Context: an optimization exercise on an open-source flow, tuned for small area and a short achievable clock period. The choices shown serve that exercise and are no tape-out recipe.
In this exercise RTL edits were held to simulation tests only and were not proved equivalent to the original.

oak:
Design gx_word_codec, start of the top module:
module gx_word_codec #(
    parameter LANES = 4
) (
    input  wire                 clk,
    input  wire                 rst,           
    input  wire                 in_valid,
    input  wire [LANES-1:0]     in_op,         
    input  wire [31*LANES-1:0]  in_word,
    input  wire [16*LANES-1:0]  in_row,
    output reg                  out_valid,
    output wire [3*LANES-1:0]   out_status,
    output wire [20*LANES-1:0]  out_data,
    output wire [11*LANES-1:0]  out_syn,
    output wire [31*LANES-1:0]  out_word
);
    reg s1_valid;
    always @(posedge clk) begin
        if (rst) begin
            s1_valid  <= 1'b0;
            out_valid <= 1'b0;
        end else begin
            s1_valid  <= in_valid;
            out_valid <= s1_valid;
        end
    end
    genvar n;
    generate
        for (n = 0; n < LANES; n = n + 1) begin : g_lane
            wire [10:0] wk;
            gx_codec_lane u_lane (
                .clk        (clk),
                .in_op      (in_op[n]),
                .in_word    (in_word[31*n +: 31]),
                .in_row     (in_row[16*n +: 16]),
                .out_status (out_status[3*n +: 3]),
                .out_data   (out_data[20*n +: 20]),
                .out_syn    (out_syn[11*n +: 11]),
                .out_wk     (wk)
            );
            assign out_word[31*n +: 31] = {wk[10], out_data[20*n +: 20], wk[9:0]};
        end
    endgenerate
endmodule
For scale: ~2,700 cells after synthesis, about 25,000 sq um of cells after synthesis.
Settings: LEC_CHECK=0, CAP_MARGIN=20, CORE_MARGIN=2, CORE_UTILIZATION=40, SLEW_MARGIN=20; clock period 26.0 ns.
standard.sh (not shown) runs the stock make flow with config.mk's settings and CLKGATE_MAP_FILE= SYNTH_SCRIPT=/design/flow/synth_recipe.tcl, a recipe that flattens the netlist after the stock synthesis.
==> flow/flow/run.sh <==
#!/bin/bash
# Layout: the standard flow (standard.sh) with these changes:
#  - the port buffers are sky130_fd_sc_hd__buf_1 cells (one per port, as
#    standard) rather than the delay buffer buffer_ports picks by default;
#  - timing repair aims for SETUP_MARGIN ns of setup slack, so that it also
#    works on the period the design achieves;
#  - clock tree synthesis takes the arguments in flow/cts_args.
# The clock, the period and the I/O constraints are the standard flow's, unchanged.
set -euo pipefail
cd "$(dirname "$0")/.."
SETUP_MARGIN=$(cat flow/setup_margin)
CTS_ARGS=$(cat flow/cts_args)
bash standard.sh synth > flow_synth.log 2>&1
bash standard.sh "BUFFER_PORTS_ARGS=-buffer_cell sky130_fd_sc_hd__buf_1" \
    "SETUP_SLACK_MARGIN=$SETUP_MARGIN" "CTS_ARGS=$CTS_ARGS" finish > flow_layout.log 2>&1
==> flow/flow/cts_args <==
-sink_clustering_enable -repair_clock_nets -dont_use_dummy_load -sink_clustering_size 24 -sink_clustering_max_diameter 120
==> flow/flow/setup_margin <==
19.3
[inputs] pine vs oak
==> flow/flow/cts_args <==
-sink_clustering_enable -repair_clock_nets -dont_use_dummy_load -sink_clustering_size 32 -sink_clustering_max_diameter 120
==> flow/flow/setup_margin <==
19.45
Results
- On peak clock frequency supported by timing, pine and oak are basically level.
- Routed wire in pine totals more than in oak.
- Diff oak -> pine: post-layout instance count excluding filler cells held steady, largest driver fanout on the critical path decreased by 19 relative to the old numbers, cell area shows an increase of 1.3%, count of inserted tapcells level.
- Changes observed in pine relative to oak: non-clock buffer count +10, fraction of area in multi-input gates went up 0.34 points.
Modified inputs, birch compared to pine
==> flow/flow/cts_args <==
-sink_clustering_enable -repair_clock_nets -dont_use_dummy_load -sink_clustering_size 28 -sink_clustering_max_diameter 120
diff --git a/flow/config.mk b/flow/config.mk
--- a/flow/config.mk
+++ b/flow/config.mk
@@ -8,4 +8,5 @@
 export CAP_MARGIN = 20
 export CORE_MARGIN = 2
-export CORE_UTILIZATION = 40
+export CORE_UTILIZATION = 60
+export PLACE_DENSITY = 0.7
 export SLEW_MARGIN = 20
- For the headroom to the max-slew limit, birch came in 3.4 points lower than pine did.
- Going from pine to birch, final design instance area without fill down 1.6%, setup slack up 0.0068 ns, aggregate routed wire length up about 0.4%, clock buffer and inverter area fraction after layout flat, utilization of the core after routing up 23 points.
diff inputs: birch => maple
==> flow/flow/setup_margin <==
19.5
diff --git a/flow/config.mk b/flow/config.mk
--- a/flow/config.mk
+++ b/flow/config.mk
@@ -8,5 +8,4 @@
 export CAP_MARGIN = 20
 export CORE_MARGIN = 2
-export CORE_UTILIZATION = 60
-export PLACE_DENSITY = 0.7
+export CORE_UTILIZATION = 40
 export SLEW_MARGIN = 20
Findings:
- Relative to birch, the length of routed met2 wiring of maple is higher by 650 microns.
- Compared with birch, maple shows a higher number of clock buffer instances in the layout.
- Max area added between synthesis and finish across birch and maple: maple
- Going from birch to maple, global-route total usage across every layer now smaller; average wire per standard cell now smaller; area enclosed by the die boundary now larger; cell area now larger; number of cells after detailed placement now larger.
- The number of global-route vias before repair of maple falls short of that of birch by 846.
- In maple the minimum setup slack in the final design turned out 0.016 ns higher than in birch.
Edits applied to the flow inputs when going from maple to cedar:
==> flow/flow/run.sh <==
#!/bin/bash
# Layout: the standard flow (standard.sh) with two changes:
#  - the port buffers are sky130_fd_sc_hd__buf_1 cells (one per port, as
#    standard) rather than the delay buffer buffer_ports picks by default;
#  - timing repair aims for SETUP_MARGIN ns of setup slack, so that it also
#    works on the period the design achieves. The clock, the period and the
#    I/O constraints are the standard flow's, unchanged.
set -euo pipefail
cd "$(dirname "$0")/.."
SETUP_MARGIN=$(cat flow/setup_margin)
bash standard.sh synth > flow_synth.log 2>&1
bash standard.sh "BUFFER_PORTS_ARGS=-buffer_cell sky130_fd_sc_hd__buf_1" \
    "SETUP_SLACK_MARGIN=$SETUP_MARGIN" finish > flow_layout.log 2>&1
==> flow/flow/setup_margin <==
19.2
removed: flow/flow/cts_args
Notes after the runs:
Delta(clock-buffer cell count, cedar - maple) > 0. Changes observed in cedar relative to maple: first-pass GRT wire length closely matched the old numbers, met1 usage in global routing lower. | ratio of final minimum period to clock period | lower: maple |.

[re-timing with driven ports]
Ports are ideal in the flow. The routed layouts listed here were re-timed in OpenROAD. Step 1 sets driving cells, clkbuf_16 on the clock port and buf_2 on the other inputs (assumed; they add their load-dependent delay and slew). Step 2 also shifts input and output timing later by t, the mid clock arrival at the registers, as if the neighbouring blocks saw the same clock. Slacks: no drivers / after step 1 / after step 2; pairs: no drivers / after step 1.
run | shift t [ns] | setup WS [ns] | hold WS [ns] | worst setup path at the end | worst data-port slew with drivers (ns)
oak | 0.585 | 19.530 / 19.496 / 19.465 | 0.461 / 0.461 / 0.461 | input to register | 0.06
pine | 0.578 | 19.545 / 19.485 / 19.466 | 0.491 / 0.491 / 0.491 | input to register | 0.06
birch | 0.578 | 19.552 / 19.495 / 19.194 | 0.459 / 0.459 / 0.459 | input to register | 0.06
maple | 0.578 | 19.568 / 19.512 / 19.459 | 0.465 / 0.465 / 0.465 | input to register | 0.07
cedar | 0.605 | 19.441 / 19.441 / 19.430 | 0.461 / 0.461 / 0.461 | input to register | 0.07
After both steps every run listed still meets setup and hold. The setup slack of birch, which loses most, moves by -0.057 ns with the drivers and by -0.358 ns with both steps.
